This is an optimization exercise on Yosys and OpenROAD, whose aim is small area, a short achievable clock period and few clock cycles per item, not a production implementation. Only simulation tests tie the RTL to the original design; equivalence was not proved.

Design mon_post, start of the top module:
module mon_post (
    input  wire               clk,
    input  wire               rst,
    input  wire               in_valid,
    output wire               in_ready,
    input  wire [4:0]         in_ch,
    input  wire signed [27:0] in_x,
    input  wire               in_ovf,
    input  wire               in_clip,
    input  wire               in_settle,
    input  wire               in_sharp,
    input  wire               in_clear,
    input  wire               in_enable,
    input  wire [2:0]         cfg_sh2,
    input  wire               cfg_dcb_en,
    input  wire               cfg_dcb_freeze,
    input  wire [4:0]         cfg_dcb_k,
    input  wire signed [31:0] cfg_gain,
    input  wire signed [31:0] cfg_offset,
    input  wire               cfg_tha_en,
    input  wire               cfg_tha_dir,
    input  wire [7:0]         cfg_tha_dwell,
    input  wire [15:0]        cfg_tha_hyst,
    input  wire signed [31:0] cfg_tha_level,
    input  wire               cfg_thb_en,
    input  wire               cfg_thb_dir,
    input  wire [7:0]         cfg_thb_dwell,
    input  wire [15:0]        cfg_thb_hyst,
    input  wire signed [31:0] cfg_thb_level,
    input  wire [15:0]        therm_warn,
    input  wire [15:0]        therm_alarm,
    input  wire [15:0]        therm_shut,
    input  wire [7:0]         therm_hyst,
    input  wire [7:0]         therm_dwell,
    output reg                out_valid,
    output reg  [4:0]         out_ch,
    output reg  [31:0]        out_eng,
    output reg  [23:0]        out_y,
    output reg  [5:0]         out_flags,
    output reg                out_evt_a,
    output reg                out_evt_b,
    output reg  [1:0]         out_tha_state,
    output reg  [1:0]         out_thb_state,
    output reg  [5:0]         out_uns_left,
    output reg  [2:0]         out_therm_set,
    output reg  [1:0]         out_therm_level
);
  ...
Size: roughly 9100 cells after synthesis, about 380 I/O pins, ~110000 um2 of cells after synthesis.
Settings: LEC_CHECK=0, CAP_MARGIN=20, CORE_MARGIN=2, CORE_UTILIZATION=40, CTS_CLUSTER_DIAMETER=60, CTS_CLUSTER_SIZE=22, PLACE_DENSITY=0.5, SLEW_MARGIN=20, SYNTH_HIERARCHICAL=1; clock period 24.0 ns.
standard.sh (not shown) runs the stock make flow with config.mk's settings and CLKGATE_MAP_FILE= SYNTH_SCRIPT=/design/flow/synth_recipe.tcl, a recipe that flattens the netlist after the stock synthesis.
==> flow/flow/run.sh <==
#!/bin/bash
# The standard layout (the standard.sh, unchanged) with two settings:
# - timing repair is asked to leave this much setup slack on every path, so
#   that it works on the paths that set the period this design reaches (the
#   clock and constraints stay the design's);
# - every input and output port still gets its own buffer, but a plain
#   buf_2 rather than the default delay buffer.
# ORFS writes each tool's log under orfs/logs/.
export SETUP_SLACK_MARGIN=17.8
export BUFFER_PORTS_ARGS="-buffer_cell sky130_fd_sc_hd__buf_2"
bash standard.sh > standard.log 2>&1
Testbench counts at the start, summed over its fixed seeds: cycles 32,040, items 32,000.
Change:
--- a/flow/flow/run.sh
+++ b/flow/flow/run.sh
@@ -7,5 +7,5 @@
 #   buf_2 rather than the default delay buffer.
 # ORFS writes each tool's log under orfs/logs/.
-export SETUP_SLACK_MARGIN=17.8
+export SETUP_SLACK_MARGIN=17.9
 export BUFFER_PORTS_ARGS="-buffer_cell sky130_fd_sc_hd__buf_2"
 bash standard.sh > standard.log 2>&1
Settings changed: CORE_UTILIZATION 40 to 45, CTS_CLUSTER_DIAMETER 60 to not set, CTS_CLUSTER_SIZE 22 to not set, PLACE_DENSITY 0.5 to 0.55.
Result: Clock skew went down by 0.038 ns. Cell area went up by about 1.3%. Setup slack gets better by 0.061 ns. Routed wire length went down by 2.6%. Area after synthesis does not change. Utilization went up by 6.4 points.
Change:
--- a/flow/flow/run.sh
+++ b/flow/flow/run.sh
@@ -7,5 +7,5 @@
 #   buf_2 rather than the default delay buffer.
 # ORFS writes each tool's log under orfs/logs/.
-export SETUP_SLACK_MARGIN=17.9
+export SETUP_SLACK_MARGIN=17.75
 export BUFFER_PORTS_ARGS="-buffer_cell sky130_fd_sc_hd__buf_2"
 bash standard.sh > standard.log 2>&1
Settings changed: CORE_UTILIZATION 45 to 52, PLACE_DENSITY 0.55 to 0.62.
The new run produced a clean layout.
Global-route usage climbs by 2.9 points.
Setup slack gets worse by 0.030 ns.
Hold slack hardly moves.
Change:
==> flow/flow/run.sh (replaced) <==
#!/bin/bash
# The standard layout (the standard.sh, unchanged), with timing repair
# asked to leave this much setup slack on every path, so that it works on the
# paths that set the period this design reaches. The clock and constraints
# are the design's. ORFS writes each tool's log under orfs/logs/.
export SETUP_SLACK_MARGIN=17.8
bash standard.sh > standard.log 2>&1
Settings changed: CORE_UTILIZATION 52 to 40, CTS_CLUSTER_DIAMETER set to 60, CTS_CLUSTER_SIZE set to 22, PLACE_DENSITY 0.62 to 0.5.
=> Worst hold slack improved by 0.014 ns; worst setup slack is worse by 0.020 ns; global-route usage decreases by 5.2 points; cell count rises by about 5.5%; wire length is higher by 7.2%; fmax goes down by 0.31%; via count decreases by 1.5%; final area grows by about 1.2%.

## static timing again, ports no longer ideal
The results above use ideal ports. As a check the final layouts listed here were re-extracted and re-timed, cells and wires unchanged.
Step 1 (the two cells are an assumption about what drives the block):
set clk [get_ports {clk}]
set_driving_cell -lib_cell sky130_fd_sc_hd__clkbuf_16 $clk
set_driving_cell -lib_cell sky130_fd_sc_hd__buf_2 [delete_from_list [all_inputs] $clk]
Step 2 times the ports against the registers' clock, not the clock port: input delays grow and output delays shrink by t, the midpoint of the rising clock arrivals with the driver on.
Three values: ideal, step 1, step 2; two values: the first two.
| run | t (ns) | setup slack, ns | slew at the worst register clock pin (ns) |
|---|---|---|---|
| the first run | 0.972 | 17.757 / 17.661 / 17.113 | 0.10 / 0.10 |
| the second run | 0.969 | 17.817 / 17.724 / 17.144 | 0.07 / 0.07 |
| the third run | 0.974 | 17.787 / 17.683 / 16.963 | 0.07 / 0.07 |
| the fourth run | 0.971 | 17.768 / 17.707 / 16.976 | 0.09 / 0.09 |
After both steps every run listed still meets setup and hold. For the third run, which loses most, drivers alone change the setup slack by -0.104 ns; drivers and shift together by -0.824 ns.
